Context: an optimization exercise on an open-source flow, tuned for small area, a short achievable clock period and few clock cycles per item. The choices shown serve that exercise and are no tape-out recipe.
Where RTL was checked, it was by simulation tests only, not by an equivalence proof against the original.
The RTL of runs 1 to 4 was laid out without a check of its function.
Power is estimated from default activity; no workload was simulated.

==> flow/design.v <==
module glade_div (
    input  wire        clk,
    input  wire        rst,
    input  wire        start,
    input  wire [1:0]  op,
    input  wire [63:0] a,
    input  wire [63:0] b,
    output wire        ready,
    output wire        done,
    output wire [63:0] result
);
    reg st_s1, st_run, st_move, st_fix1, st_fix2, st_done;
    reg rdy;
    reg [63:0] rem;        
    reg [65:0] opd;        
    reg        cin;        
    reg [63:0] bq;         
    reg [5:0]  cnt;        
    reg [6:0]  nla;        
    reg [6:0]  nlb;        
    reg        want_rem;   
    reg        sa;         
    reg        sb;         
    function [6:0] nlz64(input [63:0] x);
        reg [15:0] v4;
        reg [31:0] c4;
        reg [7:0]  v8;
        reg [23:0] c8;
        reg [3:0]  v16;
        reg [15:0] c16;
        reg [1:0]  v32;
        reg [9:0]  c32;
        reg [3:0]  n;
        integer i;
        begin
            for (i = 0; i < 16; i = i + 1) begin
                n = x[4*i +: 4];
                v4[i] = |n;
                c4[2*i +: 2] = n[3] ? 2'd0 : n[2] ? 2'd1 : n[1] ? 2'd2 : 2'd3;
            end
            for (i = 0; i < 8; i = i + 1) begin
                v8[i] = v4[2*i+1] | v4[2*i];
                c8[3*i +: 3] = v4[2*i+1] ? {1'b0, c4[2*(2*i+1) +: 2]} : {1'b1, c4[2*(2*i) +: 2]};
            end
            for (i = 0; i < 4; i = i + 1) begin
                v16[i] = v8[2*i+1] | v8[2*i];
                c16[4*i +: 4] = v8[2*i+1] ? {1'b0, c8[3*(2*i+1) +: 3]} : {1'b1, c8[3*(2*i) +: 3]};
            end
            for (i = 0; i < 2; i = i + 1) begin
                v32[i] = v16[2*i+1] | v16[2*i];
                c32[5*i +: 5] = v16[2*i+1] ? {1'b0, c16[4*(2*i+1) +: 4]} : {1'b1, c16[4*(2*i) +: 4]};
            end
            if (v32[1])      nlz64 = {2'b00, c32[9:5]};
            else if (v32[0]) nlz64 = {2'b01, c32[4:0]};
            else             nlz64 = 7'd64;
        end
    endfunction
    wire [65:0] sum = {2'b00, rem} + opd + {65'd0, cin};
    wire        fit = ~sum[65];
    wire        a_neg = op[0] & a[63];
    wire        b_neg = op[0] & b[63];
    wire [63:0] ax    = a ^ {64{a_neg}};         
    wire [63:0] bx    = b ^ {64{b_neg}};         
    wire [5:0]  nlb6   = nlb[6] ? 6'd63 : nlb[5:0];
    wire [7:0]  s8     = {2'b00, nlb6} + {7'd0, sa} - {1'b0, nla};
    wire        b_zero = ~|bq;
    wire        skip   = s8[7] | b_zero;
    wire [63:0] skipval = want_rem ? (opd[63:0] ^ {64{sa}}) : {64{b_zero}};
    wire [63:0] shin  = st_fix1 ? (want_rem ? rem : bq) : bq;
    wire [65:0] bext  = {{2{sb & ~st_fix1}}, shin};
    wire [5:0]  shamt = s8[5:0] & {6{~st_fix1}};
    wire        inv   = st_fix1 | ~sb;
    wire [65:0] bsh   = (bext << shamt) ^ {66{inv}};
    wire        neg   = want_rem ? sa : (sa ^ sb);
    wire        last  = (cnt == 6'd0);
    assign ready  = rdy;
    assign done   = st_done;
    assign result = rem;
    always @(posedge clk) begin
        if (rst) begin
            st_s1   <= 1'b0;
            st_run  <= 1'b0;
            st_move <= 1'b0;
            st_fix1 <= 1'b0;
            st_fix2 <= 1'b0;
            st_done <= 1'b0;
            rdy     <= 1'b1;
        end else begin
            st_s1   <= rdy & start;
            st_run  <= (st_s1 & ~skip) | (st_run & ~last);
            st_move <= st_run & last & ~want_rem & ~neg;
            st_fix1 <= st_run & last & neg;
            st_fix2 <= st_fix1;
            st_done <= (st_s1 & skip) | (st_run & last & want_rem & ~neg) |
                       st_move | st_fix2;
            rdy     <= (st_s1 & skip) | (st_run & last & want_rem & ~neg) |
                       st_move | st_fix2 | (rdy & ~start);
        end
    end
    always @(posedge clk) begin
        if (rdy) begin
            rem      <= 64'd0;
            opd      <= {2'b00, ax};
            cin      <= a_neg;
            bq       <= b;
            nla      <= nlz64(ax);
            nlb      <= nlz64(bx);
            want_rem <= op[1];
            sa       <= a_neg;
            sb       <= b_neg;
        end
        if (st_s1) begin
            rem <= skip ? skipval : sum[63:0];
            cnt <= s8[5:0];
            opd <= bsh;
            cin <= ~sb;
            bq  <= 64'd0;
        end
        if (st_run) begin
            if (fit) rem <= sum[63:0];
            bq  <= {bq[62:0], fit};
            opd <= {1'b1, opd[65:1]};
            cnt <= cnt - 6'd1;
        end
        if (st_move) begin
            rem <= bq;
        end
        if (st_fix1) begin
            rem <= 64'd0;
            opd <= bsh;
            cin <= 1'b1;
        end
        if (st_fix2) begin
            rem <= sum[63:0];
        end
    end
endmodule
==> flow/run.sh <==
#!/bin/bash
# synth_recipe.tcl (not shown) runs the flow's synth.tcl, then flattens the netlist and writes it again
# the make line also repeats each setting of config.mk as NAME=value (left out here)
make -C /OpenROAD-flow-scripts/flow DESIGN_CONFIG=/design/flow/config.mk WORK_HOME=/design/flow/orfs CLKGATE_MAP_FILE= SYNTH_SCRIPT=/design/flow/synth_recipe.tcl finish
==> flow/config.mk <==
export PLATFORM = sky130hd
export DESIGN_NAME = glade_div
export DESIGN_NICKNAME = glade_div
export VERILOG_FILES = /design/flow/design.v
export SDC_FILE = /design/flow/constraint.sdc
export NUM_CORES = 4
export LEC_CHECK = 0
export ABC_CLOCK_PERIOD_IN_PS = 3000
export CAP_MARGIN = 20
export CORE_MARGIN = 2
export CORE_UTILIZATION = 40
export PLACE_DENSITY = 0.6
export SETUP_SLACK_MARGIN = 2.0
export SLEW_MARGIN = 20
==> flow/constraint.sdc <==
create_clock -name core_clock -period 5.0 [get_ports {clk}]
set_input_delay 1.0000 -clock core_clock [delete_from_list [all_inputs] [get_ports {clk}]]
set_output_delay 1.0000 -clock core_clock [all_outputs]
set_load 0.01 [all_outputs]
==> flow_summary.toml, run 1 <==
[status]
status = "finished clean"

[placed_design]
dp_hpwl_um = 107000
place_congestion = 1.11
portBuffers = 198
placed_area_um2 = 29500

[routing]
wl_um = 149000
routed_via_density = 6.84
drtIter0Drc = 4636
post-route-drc-count = 0
wl_per_cell_um = 32.9
vias = 31000
drtPass1Iterations = 8
postRouteAntennaNets = 0

[die]
io-pin-count = 199
die_height_um = 259
coreArea_um2 = 64500
die_w_um = 259
core.rowCount = 93
start_util = 0.404
dieArea_um2 = 67200

[setup_path]
worstSetupPathType = "flip-flop to flip-flop"
critPathRequiredTime_ps = 5360
rr_endpoint = "opd[48]"
end_kind = "flip-flop"
cp-start-kind = "flip-flop"
arrival_ps = 4750
cp_max_fo = 6
rr_worst_depth = 15
ff2ff_setup_slack_ps = 610
cp-startpoint = "nla[0]"
critPathCapture = "opd[48]"
regToRegStartpoint = "nla[0]"

[final_layout]
area_growth_pct = 35.5
layout_common_cells = "nand2_1 (332), nor2_1 (240), a21oi_1 (238)"
finalInstanceArea_um2 = 35300
drive_above_1_share = 0.259
final_common_cell = "nand2_1"
finalNetCount = 3863
fillers = 6036

[cts]
cts_inserted_buffers = 30
clk_path_buf_depth = 3
clkLatencyLatePin_ps = 620
cts_tree = "built"
clockRootBuffer = "clkbuf_16"
htree_levels = 1
cts_sinks = 225
clkTransAtPathRegs_ps = 70
cts_hold_buf = 0

[global_route]
grt_pass1_vias = 28400
grt_util_all_layers = 0.424
grt_start_max_net_pins = 87
grt_pass1_wl_um = 207000
grt_remaining_overflow = 0
antenna_found_initial = 4

[logic_synthesis]
netlist_area_um2 = 26000
synthArstFlopShare = 0
synth_mux_area_frac = 0.0998
syn-num-nets = 3591
ys.flop_type = "edfxtp_1"
synthAdderAreaFrac = 0.0393
ys_seq_area_frac = 0.232
synthDistinctLibCells = 96
synth_area_per_cell_um2 = 7.71
synth-seq-cells = 225
synthesis.instances = 3378
synth_edf_count = 153
synth-simple-area-share = 0.182
yosysWarnings = 1
synth-xor-area-share = 0.0784
synth_compound_area_frac = 0.307
synth_top_family_by_area = "compound AO/OA/AOI/OAI gates"

[pwr]
clkPwrFrac = 0.096
pwr-share-seq = 0.157
switching_share = 0.521
p_leak_nw = 13.4
p_per_area_nw_per_um2 = 705
p_sw_w = 0.0130
p_int_w = 0.0119
p_comb_frac = 0.747
peakVddDrop_uv = 458
power_w = 0.0249

[timing]
slew_headroom = 0.203
setup_viol = 0
drv_slew = 0
worst_pin_slew_ps = 1200
min_period_over_period = 0.877
rsz0062_at_grt = "true"
clock_skew_ps = 21.2
final-hold-violation-count = 0
tns_ps = 0
fin_crit_ps = 4390
max_freq_mhz = 228

[worst_hold_path]
min_path_type = "flip-flop to flip-flop"

[job]
max_cap_violations = 0
synth_stat cells (all sizes together) (35+ instances only):
library cell,number,area share
a211oi,36,0.011
o22ai,43,0.010
ha,77,0.037
o21ai,264,0.051
dfxtp,72,0.055
nand4,41,0.010
nand3,86,0.017
mux2i,172,0.066
nor2,272,0.039
clkbuf,170,0.025
buf,124,0.024
mux2,40,0.017
a31oi,40,0.0096
nand2,362,0.052
xnor2,207,0.070
o221ai,44,0.015
a21oi,317,0.061
a22o,53,0.018
o211ai,35,0.010
edfxtp,153,0.18
a22oi,47,0.014
inv,87,0.013
nor3,95,0.019
worst max-delay path: stages (launching register included):
cell,delay (ps)
edfxtp_1,520
ha_1,360
inv_2,40
ha_4,150
fa_2,550
buf_12,140
nand2b_4,100
mux2_4,310
mux4_2,560
nor2_4,160
a21oi_4,60
mux4_2,510
mux2i_1,200
xnor2_1,110
a222oi_1,250
mux2i_1,110
kinds of logic (layout without fill, tap and decap cells):
kind of cell               after synthesis  after routing
xor gates and xnor gates               233            233
AOI/OAI and AO/OA                     1195           1195
muxes                                  231            231
and+or+nand+nor                       1031           1035
buffers and inverters                  383            675
DFF                                    225            225
adders and majority gates               80             80
other                                    0              2
stage by stage:
step                      hold slack [ps]  cells   util  setup slack (ps)
after detailed placement              585   4290  0.457               362
final                                 614   4531  0.547               614
after floorplan                       491   3378      -              1170
after CTS                             598   4487  0.526               704
after global routing                  638   4529  0.547               573
after global placement                580   4290  0.457               417
layout make-up:
cell class                      instances  area [um^2]  share of cell area
Clock inverter                         14          189             0.00536
Inverter                               89          349             0.00990
Multi-Input combinational cell       2774        21300               0.603
Clock buffer                           42          847              0.0240
Sequential cell                       225         6050               0.172
Antenna cell                            2         5.00            0.000142
Tap cell                              855         1070              0.0303
Timing Repair Buffer                  530         5480               0.155
layer usage:
layer,vias to the layer above,track usage,share of wire
met5,-,0,0.00019
met4,4,0.259,0.075
met3,493,0.157,0.15
met2,2239,0.597,0.40
met1,15000,0.548,0.37
li1,13300,-,-
power by group through the flow:
stage	Combinational [W]	Clock, W	Sequential, W
floorplan	0.00906	0	0.00322
global placement	0.0136	0	0.00390
detailed placement	0.0135	0	0.00389
CTS	0.0168	0.00237	0.00376
global route	0.0192	0.00243	0.00385
finish	0.0186	0.00238	0.00391
what timing repair did:
action,4_1_cts,5_1_grt
cloned,20,2
gates resized for setup,415,251
buffers inserted,121,40
endpoints found under the setup margin,147,139
pin swaps,114,137
how the worst min path moves through the flow:
stage	start	endpoint	cells past startpoint
2_1_floorplan	bq[63]	rem[63]	2
3_3_place_gp	st_run	st_run	2
3_5_place_dp	st_run	st_run	2
4_1_cts	st_run	st_run	2
5_1_grt	st_run	st_run	2
6_report	st_run	st_run	2
state kept, by name (all words and copies together) (netlist names):
name,cells
sb,1
st_fix2,1
cin,1
st_s1,1
opd,66
nla,7
st_move,1
nlb,7
st_run,1
bq,64
rem,64
rdy,1
st_fix1,1
cnt,6
sa,1
st_done,1
want_rem,1
==> inputs of run 2 (changes only) <==
--- a/flow/config.mk
+++ b/flow/config.mk
@@ -7,3 +7,2 @@
 export LEC_CHECK = 0
-export ABC_CLOCK_PERIOD_IN_PS = 3000
 export CAP_MARGIN = 20
==> run 2 against run 1 <==
Clock skew stayed put. Wire length stayed put. Still clean. Register-to-register slack hardly changed. Total power stayed put. Final area stayed put. Final cell count stayed put. Sequential share of layout area stayed put.
==> flow_summary.toml, run 2 <==
[status]
status = "finished clean"

[global_route]
grt_pass1_vias = 28400
grt_remaining_overflow = 0
grt_start_max_net_pins = 87
grt_util_all_layers = 0.424
antenna_found_initial = 4
grt_pass1_wl_um = 207000

[placed_design]
place_congestion = 1.11
dp_hpwl_um = 107000
portBuffers = 198
placed_area_um2 = 29500

[logic_synthesis]
synth_edf_count = 153
syn-num-nets = 3591
ys.flop_type = "edfxtp_1"
netlist_area_um2 = 26000
netlist_top_cells_area = "edfxtp_1 (18%), xnor2_1 (7.0%), mux2i_1 (6.6%)"
yosysTopAreaCell = "edfxtp_1"
synth_top_cell_area_share = 0.176
synthArstFlopShare = 0
ys_seq_area_frac = 0.232
synth_area_per_cell_um2 = 7.71
synthesis.instances = 3378
synth.most_common_cell = "nand2_1"
synth_top_cells_by_count = "nand2_1 (361), a21oi_1 (316), nor2_1 (272)"
synth-seq-cells = 225
synthDistinctLibCells = 96
yosysWarnings = 1

[setup_path]
cp-start-kind = "flip-flop"
worstSetupPathType = "flip-flop to flip-flop"
cp_max_fo = 6
regToRegStartpoint = "nla[0]"
critPathRequiredTime_ps = 5360
rr_worst_depth = 15
rr_endpoint = "opd[48]"
critPathCapture = "opd[48]"
ff2ff_setup_slack_ps = 610
end_kind = "flip-flop"
cp-startpoint = "nla[0]"
arrival_ps = 4750

[final_layout]
reg_top3 = "opd x66, bq x64, rem x64"
fillers = 6036
layout_common_cells = "nand2_1 (332), nor2_1 (240), a21oi_1 (238)"
largest_register_ff_count = 66
drive_above_1_share = 0.259
final_common_cell = "nand2_1"
finalNetCount = 3863
finalInstanceArea_um2 = 35300
area_growth_pct = 35.5
largest-register = "opd"

[timing]
drv_slew = 0
min_period_over_period = 0.877
final-hold-violation-count = 0
rsz0062_at_grt = "true"
setup_viol = 0
clock_skew_ps = 21.2
tns_ps = 0
worst_pin_slew_ps = 1200
slew_headroom = 0.203
max_freq_mhz = 228
fin_crit_ps = 4390

[pwr]
switching_share = 0.521
clkPwrFrac = 0.096
p_int_w = 0.0119
p_leak_nw = 13.4
p_per_area_nw_per_um2 = 705
p_sw_w = 0.0130
peakVddDrop_uv = 458
pwr-share-seq = 0.157
p_comb_frac = 0.747

[cts]
cts_sinks = 225
cts_tree = "built"
clkLatencyLatePin_ps = 620
cts_inserted_buffers = 30
htree_levels = 1
clockRootBuffer = "clkbuf_16"
clkTransAtPathRegs_ps = 70
clk_path_buf_depth = 3

[die]
io-pin-count = 199
coreArea_um2 = 64500
core.rowCount = 93
die_w_um = 259
die_height_um = 259
dieArea_um2 = 67200
start_util = 0.404

[routing]
postRouteAntennaNets = 0
drtIter0Drc = 4636
routed_via_density = 6.84
vias = 31000
drtPass1Iterations = 8
wl_um = 149000
post-route-drc-count = 0
wl_per_cell_um = 32.9

[job]
max_cap_violations = 0

[worst_hold_path]
min_path_type = "flip-flop to flip-flop"
run 2: cell counts in the layout (fill, tap and decap cells not counted):
No cell type changed its count.
run 2: what timing repair did:
item | 4_1_cts | 5_1_grt
gates cloned | 20 | 2
hold endpoints to repair | 0 | 0
resized for setup | 415 | 251
hold buffers | 0 | 0
pin swaps | 114 | 137
setup endpoints to repair | 147 | 139
setup buffers | 121 | 40
run 2: through the flow:
step / total power (W) / cells / hold slack, ps / utilization / setup WS, ps
3_5_place_dp: 0.0174 / 4290 / 585 / 0.457 / 362
6_report: 0.0249 / 4531 / 614 / 0.547 / 614
3_3_place_gp: 0.0175 / 4290 / 580 / 0.457 / 417
4_1_cts: 0.0229 / 4487 / 598 / 0.526 / 704
5_1_grt: 0.0254 / 4529 / 638 / 0.547 / 573
2_1_floorplan: 0.0123 / 3378 / 491 / - / 1170
run 2: worst min-delay path by stage:
stage / startpoint / to / slack [ps] / cells past startpoint
CTS: st_run / st_run / 600 / 2
finish: st_run / st_run / 610 / 2
detailed placement: st_run / st_run / 590 / 2
floorplan: bq[63] / rem[63] / 490 / 2
global placement: st_run / st_run / 580 / 2
global route: st_run / st_run / 640 / 2
run 2: layout make-up:
type / instances / area [um^2] / area share
diodes: 2 / 5.00 / 0.000142
clock buffers: 42 / 847 / 0.0240
clock inverters: 14 / 189 / 0.00536
inverters: 89 / 349 / 0.00990
multi-input cells: 2774 / 21300 / 0.603
flip-flops and latches: 225 / 6050 / 0.172
well taps: 855 / 1070 / 0.0303
repair buffers: 530 / 5480 / 0.155
run 2: logic make-up after synthesis:
group	after synthesis	share of synthesized area
XOR/XNOR	233	0.0784
flip-flops	225	0.232
buffers and inverters	383	0.0616
AO/OA/AOI/OAI	1195	0.307
AND/OR/NAND/NOR	1031	0.182
adder cells (fa/ha/maj)	80	0.0393
multiplexers	231	0.0998
run 2: power groups by stage:
stage                     logic (W)  registers, W  clock network [W]
after floorplan             0.00906       0.00322                  0
after global placement       0.0136       0.00390                  0
after detailed placement     0.0135       0.00389                  0
after CTS                    0.0168       0.00376            0.00237
after global routing         0.0192       0.00385            0.00243
final                        0.0186       0.00391            0.00238
run 2: metal layers:
layer	routed length [um]	global-route usage
met3	22000	0.157
met4	11200	0.259
met5	29	0
met2	59900	0.597
met1	55800	0.548
run 2: worst max-delay path, stage by stage, from the launching register on:
cell	delay [ps]
edfxtp_1	520
ha_1	360
inv_2	40
ha_4	150
fa_2	550
buf_12	140
nand2b_4	100
mux2_4	310
mux4_2	560
nor2_4	160
a21oi_4	60
mux4_2	510
mux2i_1	200
xnor2_1	110
a222oi_1	250
mux2i_1	110
==> inputs of run 3 (changes only) <==
--- a/flow/design.v
+++ b/flow/design.v
@@ -11,3 +11,3 @@
 );
-    reg st_s1, st_run, st_move, st_fix1, st_fix2, st_done;
+    reg st_s1, st_s2, st_run, st_move, st_fix1, st_fix2, st_done;
     reg rdy;
@@ -70,3 +70,3 @@
     wire [65:0] bext  = {{2{sb & ~st_fix1}}, shin};
-    wire [5:0]  shamt = s8[5:0] & {6{~st_fix1}};
+    wire [5:0]  shamt = cnt & {6{~st_fix1}};
     wire        inv   = st_fix1 | ~sb;
@@ -75,2 +75,9 @@
     wire        last  = (cnt == 6'd0);
+    wire        busy  = st_s1 | st_s2 | st_run | st_move | st_fix1 | st_fix2;
+    wire        fin   = (st_s1 & skip) | (st_run & last & want_rem & ~neg) |
+                        st_move | st_fix2;
+    wire        take_sum = (st_run & fit) | (st_s1 & ~skip) | st_fix2;
+    wire [63:0] rem_alt  = (~busy | st_fix1) ? 64'd0 :
+                           st_s1   ? skipval :
+                           st_move ? bq : rem;
     assign ready  = rdy;
@@ -81,2 +88,3 @@
             st_s1   <= 1'b0;
+            st_s2   <= 1'b0;
             st_run  <= 1'b0;
@@ -89,3 +97,4 @@
             st_s1   <= rdy & start;
-            st_run  <= (st_s1 & ~skip) | (st_run & ~last);
+            st_s2   <= st_s1 & ~skip;
+            st_run  <= st_s2 | (st_run & ~last);
             st_move <= st_run & last & ~want_rem & ~neg;
@@ -93,6 +102,4 @@
             st_fix2 <= st_fix1;
-            st_done <= (st_s1 & skip) | (st_run & last & want_rem & ~neg) |
-                       st_move | st_fix2;
-            rdy     <= (st_s1 & skip) | (st_run & last & want_rem & ~neg) |
-                       st_move | st_fix2 | (rdy & ~start);
+            st_done <= fin;
+            rdy     <= fin | (rdy & ~start);
         end
@@ -100,4 +107,4 @@
     always @(posedge clk) begin
-        if (rdy) begin
-            rem      <= 64'd0;
+        rem <= take_sum ? sum[63:0] : rem_alt;
+        if (~busy) begin
             opd      <= {2'b00, ax};
@@ -112,4 +119,5 @@
         if (st_s1) begin
-            rem <= skip ? skipval : sum[63:0];
             cnt <= s8[5:0];
+        end
+        if (st_s2) begin
             opd <= bsh;
@@ -119,3 +127,2 @@
         if (st_run) begin
-            if (fit) rem <= sum[63:0];
             bq  <= {bq[62:0], fit};
@@ -124,7 +131,3 @@
         end
-        if (st_move) begin
-            rem <= bq;
-        end
         if (st_fix1) begin
-            rem <= 64'd0;
             opd <= bsh;
@@ -132,5 +135,2 @@
         end
-        if (st_fix2) begin
-            rem <= sum[63:0];
-        end
     end
--- a/flow/config.mk
+++ b/flow/config.mk
@@ -11,3 +11,2 @@
 export PLACE_DENSITY = 0.6
-export SETUP_SLACK_MARGIN = 2.0
 export SLEW_MARGIN = 20
==> run 3 against run 2 <==
Still clean. Non-clock buffer count fell by 228. Flip-flop and latch count rose by 1. Global-route usage fell by 7.2 points. Wire length fell by 19%. Sequential share of layout area rose by 5.3 points. Count of clock-buffer cells in the layout fell by 8. Area after synthesis fell by 0.77%. Synthesized cell count fell by 8.8%. Combinational power fell by 49%. Critical path type unchanged. Largest power group unchanged.
==> flow_summary.toml, run 3 <==
[timing]
setup_viol = 0
max_freq_mhz = 210
clock_skew_ps = 17.4
worst_pin_slew_ps = 1090
rsz0062_at_grt = "false"
whs_ps = 454
fin_crit_ps = 4760
drv_slew = 0
setup_ws_ps = 241
min_period_over_period = 0.952
tns_ps = 0
slew_headroom = 0.270
final-hold-violation-count = 0

[logic_synthesis]
synth-seq-cells = 226
netlist_area_um2 = 25800
synthArstFlopShare = 0
synthDistinctLibCells = 87
synth_area_per_cell_um2 = 8.39
ys_seq_area_frac = 0.259
synth.most_common_cell = "a21oi_1"
synth_top_cells_by_count = "a21oi_1 (279), nor2_1 (267), nand2_1 (264)"
ys.flop_type = "edfxtp_1"
syn-num-nets = 3294
netlist_top_cells_area = "edfxtp_1 (25%), mux2i_1 (8.9%), xnor2_1 (7.1%)"
synthesis.instances = 3081
synth_edf_count = 217
yosysTopAreaCell = "edfxtp_1"
synth_top_cell_area_share = 0.252
yosysWarnings = 1

[routing]
postRouteAntennaNets = 0
wl_per_cell_um = 29.8
routed_via_density = 6.58
drtPass1Iterations = 8
post-route-drc-count = 0
vias = 26800
drtIter0Drc = 3297
wl_um = 121000

[cts]
htree_levels = 1
cts_inserted_buffers = 31
clk_path_buf_depth = 3
cts_resized = 0
clkLatencyLatePin_ps = 620
clkTransAtPathRegs_ps = 70
clockRootBuffer = "clkbuf_16"
cts_hold_buf = 0
cts_sinks = 226
post-cts-setup-buffers = 0
cts_tree = "built"

[pwr]
peakVddDrop_uv = 338
power_w = 0.0155
p_per_area_nw_per_um2 = 520
p_leak_nw = 11.6

[status]
status = "finished clean"

[setup_path]
cp-start-kind = "flip-flop"
cp_max_fo = 5
arrival_ps = 5120
worstSetupPathType = "flip-flop to flip-flop"
end_kind = "flip-flop"
cp-startpoint = "opd[12]"
critPathRequiredTime_ps = 5360
regToRegStartpoint = "opd[12]"

[die]
die_height_um = 258
start_util = 0.403
core.rowCount = 93
io-pin-count = 199
coreArea_um2 = 64100
die_w_um = 258
dieArea_um2 = 66600

[placed_design]
placed_area_um2 = 28800
place_congestion = 1.08
dp_hpwl_um = 94000
portBuffers = 198
dp_slack_ps = 376

[final_layout]
final_common_cell = "a21oi_1"
largest_register_ff_count = 66
drive_above_1_share = 0.108
finalNetCount = 3396
reg_top3 = "opd x66, bq x64, rem x64"
largest-register = "opd"
area_growth_pct = 15.6
finalInstanceArea_um2 = 29900
layout_common_cells = "a21oi_1 (279), nor2_1 (260), nand2_1 (257)"

[global_route]
grt_start_max_net_pins = 68
grt_pass1_vias = 25100
grt_util_all_layers = 0.352
grt_remaining_overflow = 0
grt_pass1_wl_um = 175000
antenna_found_initial = 5

[job]
max_cap_violations = 0

[worst_hold_path]
min_from = "rdy"
min_path_type = "flip-flop to flip-flop"
[run 3: area by class of cell]
type / instances / area (um^2)
clock inverters: 22 / 244
well taps: 855 / 1070
clock buffers: 34 / 787
multi-input cells: 2531 / 17800
diodes: 6 / 15.0
inverters: 91 / 342
fillers: 6177 / 34300
flip-flops and latches: 226 / 6710
repair buffers: 302 / 2860
[run 3: worst max-delay path, stage by stage (launching register included)]
cell and delay, ps:
edfxtp_1 440, ha_1 430, nand2_1 180, a2111oi_0 750, a221oi_2 250, a2111oi_0 870, nor2_1 100, buf_4 200
o31ai_1 610, a41oi_1 240, xnor2_1 170, mux2_4 260
[run 3: power breakdown]
part | internal (W) | total [W] | switching [W]
combinational | 0.00380 | 0.00946 | 0.00566
clock | 0.00138 | 0.00235 | 0.000969
sequential | 0.00280 | 0.00372 | 0.000926
total | 0.00798 | 0.0155 | 0.00755
[run 3: cell families (layout without fill, tap and decap cells)]
group                    after synthesis  count (layout)  share of synthesized area
buffers and inverters                324             449                     0.0533
other                                  0               6                          0
multiplexers                         361             361                      0.167
adder cells (fa/ha/maj)               80              80                     0.0396
XOR/XNOR                             241             241                     0.0817
AO/OA/AOI/OAI                        933             933                      0.234
AND/OR/NAND/NOR                      916             916                      0.164
flip-flops                           226             226                      0.259
[run 3: per-layer routing]
layer | track usage | part of all wire
met1 | 0.469 | 0.40
met2 | 0.546 | 0.44
met5 | 0 | 0.00021
met4 | 0.159 | 0.054
met3 | 0.0779 | 0.11
[run 3: worst paths after layout]
| path | slack [ps] | cells after the start | endpoint |
|---|---|---|---|
| max | 240 | 11 | rem[62] |
| min | 450 | 2 | st_s1 |
| max reg2reg | 240 | 11 | rem[62] |
| min reg2reg | 450 | 2 | st_s1 |
[run 3: through the flow]
stage / instances / util
final: 4067 / 0.466
after global routing: 4061 / 0.466
after CTS: 4061 / 0.466
after detailed placement: 4005 / 0.449
after global placement: 4005 / 0.449
after floorplan: 3081 / -
==> inputs of run 4 (changes only) <==
--- a/flow/config.mk
+++ b/flow/config.mk
@@ -11,2 +11,3 @@
 export PLACE_DENSITY = 0.6
+export SETUP_SLACK_MARGIN = 2.0
 export SLEW_MARGIN = 20
==> run 4 against run 3 <==
Synthesized cell count unchanged. Final area up 20%. Register-to-register slack better by 570 ps. Global-route usage up 3.8 points. Worst setup slack better by 570 ps. Clock skew up 4.4 ps. Final cell count up 5.8%. Core utilization up 9.4 points. Largest cell class unchanged.
==> flow_summary.toml, run 4 <==
[setup_path]
arrival_ps = 4570
worstSetupPathType = "flip-flop to flip-flop"
rr_endpoint = "rem[9]"
rr_worst_depth = 17
cp_max_fo = 7
cp-start-kind = "flip-flop"
ff2ff_setup_slack_ps = 810
end_kind = "flip-flop"
regToRegStartpoint = "rem[20]"
critPathRequiredTime_ps = 5380

[cts]
cts_sinks = 226
cts_hold_buf = 0
htree_levels = 1
clkTransAtPathRegs_ps = 60
clkLatencyLatePin_ps = 630
cts_tree = "built"
clockRootBuffer = "clkbuf_16"
clk_path_buf_depth = 3
cts_inserted_buffers = 30

[worst_hold_path]
min_path_type = "flip-flop to flip-flop"
min_from = "rdy"
hold-path-cell-count = 2
holdPathEnd = "st_s1"

[logic_synthesis]
synthAdderAreaFrac = 0.0396
syn-num-nets = 3294
synthesis.instances = 3081
synthArstFlopShare = 0
ys_seq_area_frac = 0.259
synth.most_common_cell = "a21oi_1"
ys.flop_type = "edfxtp_1"
synth_area_per_cell_um2 = 8.39
synth-xor-area-share = 0.0817
synth_mux_area_frac = 0.167
netlist_area_um2 = 25800
yosysTopAreaCell = "edfxtp_1"
synth-simple-area-share = 0.164
synth_top_cell_area_share = 0.252
synthDistinctLibCells = 87
yosysWarnings = 1
synth_edf_count = 217
synth-seq-cells = 226
synth_top_family_by_area = "compound AO/OA/AOI/OAI gates"
synth_top_cells_by_count = "a21oi_1 (279), nor2_1 (267), nand2_1 (264)"
synth_compound_area_frac = 0.234
netlist_top_cells_area = "edfxtp_1 (25%), mux2i_1 (8.9%), xnor2_1 (7.1%)"

[routing]
drtIter0Drc = 3718
drtPass1Iterations = 6
wl_um = 136000
vias = 28600
post-route-drc-count = 0
postRouteAntennaNets = 0
wl_per_cell_um = 31.7
routed_via_density = 6.64

[final_layout]
drive_above_1_share = 0.274
largest_register_ff_count = 66
finalInstanceArea_um2 = 35900
multi_input_area_um2 = 20600
layout_common_cells = "nor2_1 (246), nand2_1 (233), a21oi_1 (224)"
area_growth_pct = 38.9
finalNetCount = 3638
reg_top3 = "opd x66, bq x64, rem x64"
fillers = 5608
final-instance-count-excl-fill = 4303
largest-register = "opd"
final_common_cell = "nor2_1"
antenna_cells = 0
seqCellArea_um2 = 6710

[timing]
min_period_over_period = 0.838
final-hold-violation-count = 0
worst_pin_slew_ps = 1200
whs_ps = 460
fin_crit_ps = 4190
clock_skew_ps = 21.8
drv_slew = 0
slew_headroom = 0.195
tns_ps = 0
setup_viol = 0
max_freq_mhz = 239
setup_ws_ps = 810
rsz0062_at_grt = "true"

[global_route]
grt_util_all_layers = 0.391
grt_remaining_overflow = 0
grt_pass1_vias = 27000
antenna_found_initial = 1
grt_start_max_net_pins = 93
grt_pass1_wl_um = 192000

[placed_design]
place_congestion = 1.02
placed_area_um2 = 29000
portBuffers = 198
dp_hpwl_um = 95100
post-place-cells = 4006
dp_slack_ps = 156

[pwr]
p_leak_nw = 14.1
p_per_area_nw_per_um2 = 519
peakVddDrop_uv = 314

[die]
coreArea_um2 = 64100
core.rowCount = 93
io-pin-count = 199
start_util = 0.403
die_w_um = 258
die_height_um = 258
dieArea_um2 = 66600

[status]
status = "finished clean"

[job]
max_cap_violations = 0
-- run 4: where the power goes --
part	switching [W]	internal (W)	total (W)
sequential	0.000964	0.00279	0.00376
clock	0.000976	0.00142	0.00240
combinational	0.00696	0.00553	0.0125
-- run 4: timing repair --
action | CTS | global route
pin swaps | 124 | 117
setup endpoints to repair | 270 | 238
gates cloned | 28 | 5
gates resized for setup | 533 | 223
buffers inserted | 141 | 68
-- run 4: worst max-delay path by stage --
stage | startpoint | endpoint | slack (ps) | cells past startpoint
3_3_place_gp | b[63] | nlb[1] | 260 | 11
3_5_place_dp | b[63] | nlb[1] | 160 | 11
2_1_floorplan | rem[16] | rem[0] | 1560 | 14
5_1_grt | opd[23] | rem[37] | 710 | 17
6_report | rem[20] | rem[9] | 810 | 17
4_1_cts | opd[10] | rem[59] | 930 | 16
-- run 4: kinds of logic after synthesis --
kind of cell | Yosys count
fa+ha+maj | 80
mux | 361
buf+inv | 324
compound gates | 933
simple gates | 916
flops | 226
xor+xnor | 241
-- run 4: critical path: stages, from the launching register on --
cell and delay, ps:
edfxtp_1 460, ha_1 410, a21oi_1 250, o21ai_0 140, a21oi_1 270, a21oi_1 140
a311oi_2 240, buf_4 200, o32ai_4 110, buf_12 160, a22oi_2 230, xor2_2 150
a221oi_4 340, buf_12 220, buf_12 130, nand2_8 100, buf_12 210, buf_16 150
-- run 4: final cells by class --
cell class                      instances  area share
Clock buffer                           36      0.0218
Clock inverter                         19     0.00729
Inverter                               91      0.0105
Multi-Input combinational cell       2532       0.574
Sequential cell                       226       0.187
Tap cell                              855      0.0298
Timing Repair Buffer                  541       0.169
Timing Repair inverter                  3    0.000627
-- run 4: layer usage --
layer  vias to the layer above  track usage  wire, um
met2                      1907        0.595     58700
met1                     14000        0.501     52200
met5                         -            0        13
met4                         2        0.223      9940
met3                       437        0.102     15300
li1                      12300            -         -
-- run 4: through the flow --
| stage | util | power [W] |
|---|---|---|
| finish | 0.560 | 0.0186 |
| global placement | 0.452 | 0.0129 |
| detailed placement | 0.452 | 0.0130 |
| CTS | 0.536 | 0.0174 |
| floorplan | - | 0.00948 |
| global route | 0.560 | 0.0193 |
==> inputs of run 5 (changes only) <==
--- a/flow/design.v
+++ b/flow/design.v
@@ -14,6 +14,6 @@
     reg [63:0] rem;        
-    reg [65:0] opd;        
+    reg [67:0] opd;        
     reg        cin;        
     reg [63:0] bq;         
-    reg [5:0]  cnt;        
+    reg [4:0]  cnt;        
     reg [6:0]  nla;        
@@ -57,4 +57,13 @@
     endfunction
-    wire [65:0] sum = {2'b00, rem} + opd + {65'd0, cin};
-    wire        fit = ~sum[65];
+    wire [67:0] rx   = {4'b0000, rem};
+    wire [67:0] opd2 = {opd[66:0], cin};
+    wire [67:0] sum  = rx + opd + {67'd0, cin};
+    wire [67:0] sum2 = rx + opd2 + {67'd0, cin};
+    wire [67:0] cs_s = rx ^ opd ^ opd2;
+    wire [67:0] cs_c = (rx & opd) | (rx & opd2) | (opd & opd2);
+    wire [67:0] sum3 = cs_s + {cs_c[66:0], cin} + {67'd0, cin};
+    wire        fit1 = ~sum[67];
+    wire        fit2 = ~sum2[67];
+    wire        fit3 = ~sum3[67];
+    wire [63:0] rnext = fit3 ? sum3[63:0] : fit2 ? sum2[63:0] : sum[63:0];
     wire        a_neg = op[0] & a[63];
@@ -69,8 +78,8 @@
     wire [63:0] shin  = st_fix1 ? (want_rem ? rem : bq) : bq;
-    wire [65:0] bext  = {{2{sb & ~st_fix1}}, shin};
-    wire [5:0]  shamt = cnt & {6{~st_fix1}};
+    wire [67:0] bext  = {{4{sb & ~st_fix1}}, shin};
+    wire [5:0]  shamt = {cnt, 1'b0} & {6{~st_fix1}};
     wire        inv   = st_fix1 | ~sb;
-    wire [65:0] bsh   = (bext << shamt) ^ {66{inv}};
+    wire [67:0] bsh   = (bext << shamt) ^ {68{inv}};
     wire        neg   = want_rem ? sa : (sa ^ sb);
-    wire        last  = (cnt == 6'd0);
+    wire        last  = (cnt == 5'd0);
     wire        busy  = st_s1 | st_s2 | st_run | st_move | st_fix1 | st_fix2;
@@ -78,3 +87,3 @@
                         st_move | st_fix2;
-    wire        take_sum = (st_run & fit) | (st_s1 & ~skip) | st_fix2;
+    wire        take_sum = (st_run & fit1) | (st_s1 & ~skip) | st_fix2;
     wire [63:0] rem_alt  = (~busy | st_fix1) ? 64'd0 :
@@ -107,5 +116,5 @@
     always @(posedge clk) begin
-        rem <= take_sum ? sum[63:0] : rem_alt;
+        rem <= take_sum ? (st_run ? rnext : sum[63:0]) : rem_alt;
         if (~busy) begin
-            opd      <= {2'b00, ax};
+            opd      <= {4'b0000, ax};
             cin      <= a_neg;
@@ -119,3 +128,3 @@
         if (st_s1) begin
-            cnt <= s8[5:0];
+            cnt <= s8[5:1];
         end
@@ -127,5 +136,5 @@
         if (st_run) begin
-            bq  <= {bq[62:0], fit};
-            opd <= {1'b1, opd[65:1]};
-            cnt <= cnt - 6'd1;
+            bq  <= {bq[61:0], fit2, fit1 & (fit3 | ~fit2)};
+            opd <= {2'b11, opd[67:2]};
+            cnt <= cnt - 5'd1;
         end
--- a/flow/config.mk
+++ b/flow/config.mk
@@ -11,3 +11,3 @@
 export PLACE_DENSITY = 0.6
-export SETUP_SLACK_MARGIN = 2.0
+export SETUP_SLACK_MARGIN = 1.5
 export SLEW_MARGIN = 20
==> run 5 against run 4 <==
Highest routed layer unchanged. Critical endpoint is now rem[0]. Clock power about the same. Still clean. Final area up 27%. Worst hold slack worse by 21 ps. Count of clock-buffer cells in the layout down 6. Largest power group unchanged. Register-to-register slack worse by 250 ps. Clock skew up 5.3 ps. Global-route usage down 2.6 points.
==> flow_summary.toml, run 5 <==
[status]
status = "finished clean"

[global_route]
grt_util_all_layers = 0.365
grt_pass1_vias = 35500
grt_start_max_net_pins = 72
antenna_found_initial = 9
grt_pass1_wl_um = 242000
grt_remaining_overflow = 0

[final_layout]
fillers = 8097
largest-register = "opd"
largest_register_ff_count = 68
fin_util = 0.535
final_common_cell = "buf_4"
finalNetCount = 5195
area_growth_pct = 32.6
drive_above_1_share = 0.243
finalInstanceArea_um2 = 45500
reg_top3 = "opd x68, bq x64, rem x64"
layout_common_cells = "buf_4 (459), a21oi_1 (428), nand2_1 (324)"

[logic_synthesis]
synth_top_cell_area_share = 0.191
synth_edf_count = 218
synth.most_common_cell = "a21oi_1"
yosysWarnings = 1
syn-num-nets = 4691
synth_area_per_cell_um2 = 8.03
yosysTopAreaCell = "edfxtp_1"
synthArstFlopShare = 0
synthDistinctLibCells = 100
ys_seq_area_frac = 0.196
synth-seq-cells = 227
netlist_top_cells_area = "edfxtp_1 (19%), ha_1 (7.8%), xnor2_1 (7.3%)"
synth_top_cells_by_count = "a21oi_1 (484), nor2_1 (359), nand2_1 (354)"
ys.flop_type = "edfxtp_1"
synthesis.instances = 4276
netlist_area_um2 = 34300

[placed_design]
placed_area_um2 = 39300
dp_hpwl_um = 135000
portBuffers = 198
dp_slack_ps = 4.67
place_congestion = 1.09

[routing]
drtIter0Drc = 5369
postRouteAntennaNets = 0
routed_via_density = 6.60
vias = 39300
wl_um = 178000
drtPass1Iterations = 8
post-route-drc-count = 0
wl_per_cell_um = 29.9

[cts]
cts_inserted_buffers = 29
htree_levels = 1
cts_tree = "built"
cts_sinks = 227
clkTransAtPathRegs_ps = 70
clk_path_buf_depth = 3
cts_hold_buf = 0
clkLatencyLatePin_ps = 630
clockRootBuffer = "clkbuf_16"

[setup_path]
cp-start-kind = "flip-flop"
critPathRequiredTime_ps = 5420
worstSetupPathType = "flip-flop to flip-flop"
end_kind = "flip-flop"
ff2ff_setup_slack_ps = 560
arrival_ps = 4860
cp_max_fo = 6

[timing]
whs_ps = 439
drv_slew = 0
min_period_over_period = 0.888
rsz0062_at_grt = "true"
slew_headroom = 0.245
clock_skew_ps = 27.1
setup_viol = 0
setup_ws_ps = 561
fin_crit_ps = 4440
final-hold-violation-count = 0
max_freq_mhz = 225
worst_pin_slew_ps = 1130

[job]
max_cap_violations = 0

[pwr]
p_leak_nw = 18.3
p_per_area_nw_per_um2 = 802
peakVddDrop_uv = 359

[die]
die_height_um = 297
die_w_um = 297
start_util = 0.403
dieArea_um2 = 88200
core.rowCount = 107
io-pin-count = 199
coreArea_um2 = 85100

[worst_hold_path]
min_path_type = "flip-flop to flip-flop"
==> run 5: kinds of logic (layout without fill, tap and decap cells) <==
kind of cell,count (synthesis),in the layout,synth area share
AOI/OAI and AO/OA,1518,1518,0.287
and+or+nand+nor,1209,1209,0.164
buffers and inverters,418,944,0.0496
DFF,227,227,0.196
adders and majority gates,282,282,0.118
other,0,3,0
muxes,247,247,0.0896
xor gates and xnor gates,375,375,0.0959
==> run 5: cell type report <==
type                    instances  area, um^2  share of cell area
diodes                          3        7.51            0.000165
clock buffers                  30         729              0.0160
clock inverters                23         285             0.00626
inverters                     133         512              0.0112
multi-input cells            3631       28600               0.628
flip-flops and latches        227        6740               0.148
well taps                    1144        1430              0.0314
repair buffers                758        7230               0.159
==> run 5: final timing paths <==
path / to / depth (start not counted) / start
hold reg to reg: st_s1 / 2 / rdy
setup / recovery: rem[0] / 15 / opd[0]
setup reg to reg: rem[0] / 15 / opd[0]
hold / removal: st_s1 / 2 / rdy
==> run 5: worst max-delay path, stage by stage (launching register included) <==
cell,delay (ps)
edfxtp_1,440
fa_2,630
ha_4,220
a211oi_4,260
o211ai_1,220
nand4_1,210
nand3_4,130
o311ai_4,460
nand4_1,200
buf_6,190
nand3_4,60
mux2_4,320
nand2b_4,260
buf_12,240
a211o_1,290
o31ai_2,80
==> run 5: repair_timing <==
item                                    CTS  global route
gates cloned                              2            26
setup buffers                           110           133
endpoints found under the setup margin  236           249
resized for setup                        94           516
pin swaps                                30           169
==> run 5: per-stage QoR <==
step,power [W],cells,setup TNS (ps)
after floorplan,0.0200,4276,0
final,0.0365,5949,0
after CTS,0.0324,5787,0
after detailed placement,0.0288,5622,0
after global placement,0.0290,5622,-28.8
after global routing,0.0382,5947,0
==> run 5: where the power goes <==
group | switching, W | internal, W
registers | 0.00113 | 0.00290
clock network | 0.000998 | 0.00137
logic | 0.0176 | 0.0125
total | 0.0198 | 0.0168
==> run 5: per-layer routing <==
layer	up-vias	part of all wire	global-route usage	routed length, um
met4	8	0.065	0.152	11500
met5	-	0.00025	0	44
met3	580	0.12	0.0754	21100
li1	17200	-	-	-
met1	19000	0.39	0.496	69700
met2	2519	0.42	0.562	75500
Testbench counts of run 5, summed over its fixed seeds: cycles 27,688, items 2,400.
==> inputs of run 6 (changes only) <==
--- a/flow/config.mk
+++ b/flow/config.mk
@@ -11,3 +11,2 @@
 export PLACE_DENSITY = 0.6
-export SETUP_SLACK_MARGIN = 1.5
 export SLEW_MARGIN = 20
==> run 6 against run 5 <==
Still clean. Flip-flop and latch count unchanged. Via count down 5.3%. Fmax down 10%. Core utilization down 6.4 points. Critical path depth down 1. Area after synthesis unchanged. Total power down 13%. Combinational power down 15%. Largest cell class unchanged. Largest power group unchanged. Highest routed layer unchanged.
==> flow_summary.toml, run 6 <==
[setup_path]
cp_max_fo = 29
rr_endpoint = "rem[6]"
end_kind = "flip-flop"
regToRegStartpoint = "opd[15]"
arrival_ps = 5290
rr_worst_depth = 14
critPathRequiredTime_ps = 5350
cp-start-kind = "flip-flop"
worstSetupPathType = "flip-flop to flip-flop"
cp-startpoint = "opd[15]"
ff2ff_setup_slack_ps = 60

[routing]
postRouteAntennaNets = 0
routed_via_density = 6.55
wl_um = 167000
post-route-drc-count = 0
drtPass1Iterations = 5
wl_per_cell_um = 29.3
vias = 37200
drtIter0Drc = 5074

[placed_design]
dp_hpwl_um = 136000
placed_area_um2 = 39100
place_congestion = 1.04
portBuffers = 198

[logic_synthesis]
ys.flop_type = "edfxtp_1"
synth_edf_count = 218
netlist_area_um2 = 34300
ys_seq_area_frac = 0.196
yosysTopAreaCell = "edfxtp_1"
synth.most_common_cell = "a21oi_1"
yosysWarnings = 1
synth_area_per_cell_um2 = 8.03
syn-num-nets = 4691
synthesis.instances = 4276
synth_top_cell_area_share = 0.191
synth-seq-cells = 227
synth_top_cells_by_count = "a21oi_1 (484), nor2_1 (359), nand2_1 (354)"
synthDistinctLibCells = 100
netlist_top_cells_area = "edfxtp_1 (19%), ha_1 (7.8%), xnor2_1 (7.3%)"
synthArstFlopShare = 0

[final_layout]
finalInstanceArea_um2 = 40100
finalNetCount = 4930
largest_register_ff_count = 68
area_growth_pct = 16.7
final_common_cell = "a21oi_1"
drive_above_1_share = 0.116
layout_common_cells = "a21oi_1 (484), nor2_1 (354), nand2_1 (348)"
reg_top3 = "opd x68, bq x64, rem x64"
fillers = 8511
largest-register = "opd"

[worst_hold_path]
min_path_type = "flip-flop to flip-flop"
holdPathEnd = "st_s1"
min_from = "rdy"
hold-path-cell-count = 2

[status]
status = "finished clean"

[global_route]
grt_use_met2 = 0.543
grt_pass1_vias = 34500
grt_remaining_overflow = 0
grt_start_max_net_pins = 89
grt.busiest_layer = "met2"
grt_util_all_layers = 0.361
grt_pass1_wl_um = 239000
met3_usage = 0.0606
grt_use_met1 = 0.514
antenna_found_initial = 6

[timing]
worst_pin_slew_ps = 966
rsz0062_at_grt = "false"
max_freq_mhz = 202
tns_ps = 0
min_period_over_period = 0.988
final-hold-violation-count = 0
setup_viol = 0
whs_ps = 443
clock_skew_ps = 13.6
fin_crit_ps = 4940
slew_headroom = 0.356
drv_slew = 0

[die]
start_util = 0.403
dieArea_um2 = 88200
die_w_um = 297
core.rowCount = 107
coreArea_um2 = 85100
io-pin-count = 199
die_height_um = 297

[cts]
cts_inserted_buffers = 29
htree_levels = 1
clk_path_buf_depth = 3
clockRootBuffer = "clkbuf_16"
clkTransAtPathRegs_ps = 60
cts_sinks = 227
cts_tree = "built"
clkLatencyLatePin_ps = 610

[pwr]
p_per_area_nw_per_um2 = 794
p_leak_nw = 16.1
power_w = 0.0318
peakVddDrop_uv = 325

[job]
max_cap_violations = 0
## run 6: cell count changes in the layout (fill, tap and decap cells not counted), sizes merged
| cell | previous run | this run |
|---|---|---|
| buf | 542 | 295 |
| clkbuf | 48 | 37 |
| clkinv | 15 | 8 |
| clkinvlp | 1 | 6 |
| bufinv | 6 | 2 |
| inv | 134 | 132 |
| clkdlybuf4s50 | 197 | 198 |
| diode | 3 | 2 |
| dlymetal6s2s | 1 | 0 |
## run 6: repair_timing
action / 4_1_cts / 5_1_grt
hold buffers: 0 / 0
buffers inserted: 0 / 9
endpoints found under the setup margin: 0 / 45
resized for setup: 0 / 9
## run 6: worst max path at each step
| stage | endpoint | slack, ps | cells past startpoint |
|---|---|---|---|
| after floorplan | rem[0] | 320 | 12 |
| after global placement | rem[4] | 120 | 17 |
| after detailed placement | rem[2] | 140 | 13 |
| after CTS | rem[2] | 110 | 13 |
| after global routing | rem[38] | 20 | 18 |
| final | rem[6] | 60 | 14 |
## run 6: area by class of cell
| class | count | area (um^2) | area share |
|---|---|---|---|
| well taps | 1144 | 1430 | 0.0357 |
| multi-input cells | 3631 | 26000 | 0.650 |
| flip-flops and latches | 227 | 6740 | 0.168 |
| repair buffers | 493 | 4450 | 0.111 |
| diodes | 2 | 5.00 | 0.000125 |
| clock inverters | 15 | 145 | 0.00362 |
| clock buffers | 37 | 756 | 0.0189 |
| inverters | 133 | 500 | 0.0125 |
## run 6: where the power goes
group / switching, W / internal [W] / total (W) / leakage (nW)
Combinational: 0.0156 / 0.00992 / 0.0255 / 13.3
Clock: 0.000943 / 0.00117 / 0.00211 / 0.419
Sequential: 0.00130 / 0.00291 / 0.00420 / 2.39
## run 6: cell families after synthesis
kind of cell             after synthesis  synth area share
multiplexers                         247            0.0896
XOR/XNOR                             375            0.0959
AO/OA/AOI/OAI                       1518             0.287
adder cells (fa/ha/maj)              282             0.118
buffers and inverters                418            0.0496
AND/OR/NAND/NOR                     1209             0.164
flip-flops                           227             0.196
## run 6: stage by stage
step	std cells	utilization	setup slack, ps
floorplan	4276	-	316
global placement	5619	0.459	120
detailed placement	5619	0.459	142
CTS	5671	0.469	106
global route	5680	0.471	24.8
finish	5682	0.471	59.4
## run 6: critical path, cell delays in order (launching register included)
cell and delay, ps:
edfxtp_1 600, ha_1 520, nand2_1 160, nor4_2 430, o211ai_1 350, a311oi_1 350
buf_4 200, o21ai_1 180, buf_4 220, and4b_1 220, nor3_4 230, buf_12 150
nand3_2 190, or3_4 570, buf_12 240
## run 6: per-layer routing
metal | vias up | wire length, um | part of all wire
li1 | 16600 | - | -
met1 | 18200 | 70800 | 0.42
met2 | 2108 | 71000 | 0.43
met3 | 297 | 17400 | 0.10
met4 | 6 | 7590 | 0.046
met5 | - | 32 | 0.00019

-- afterwards: timing with drivers on the ports --
The flow's constraints put no driver on any port. The routed layouts listed below were extracted and timed again, unchanged, in two steps.
Step 1, drivers: a clkbuf_16 drives clk and a buf_2 each remaining input, both assumed.
Step 2 also shifts input and output timing later by t, the mid clock arrival at the registers, as if the neighbouring blocks saw the same clock.
a / b / c = ideal ports / drivers / drivers and shift; a / b = the first two.
| run | t (ns) | setup WS [ns] | hold slack, ns | pins driven straight from the clock port |
|---|---|---|---|---|
| run 1 | 0.671 | 0.614 / 0.614 / 0.614 | 0.614 / 0.614 / 0.614 | 1 |
| run 2 | 0.671 | 0.614 / 0.614 / 0.614 | 0.614 / 0.614 / 0.614 | 1 |
| run 3 | 0.673 | 0.241 / 0.241 / 0.241 | 0.454 / 0.454 / 0.454 | 1 |
| run 4 | 0.692 | 0.810 / 0.810 / 0.810 | 0.460 / 0.460 / 0.460 | 1 |
| run 5 | 0.680 | 0.561 / 0.561 / 0.561 | 0.439 / 0.439 / 0.439 | 1 |
| run 6 | 0.671 | 0.059 / 0.059 / 0.059 | 0.443 / 0.443 / 0.443 | 1 |
After both steps setup and hold are still met in every run listed.
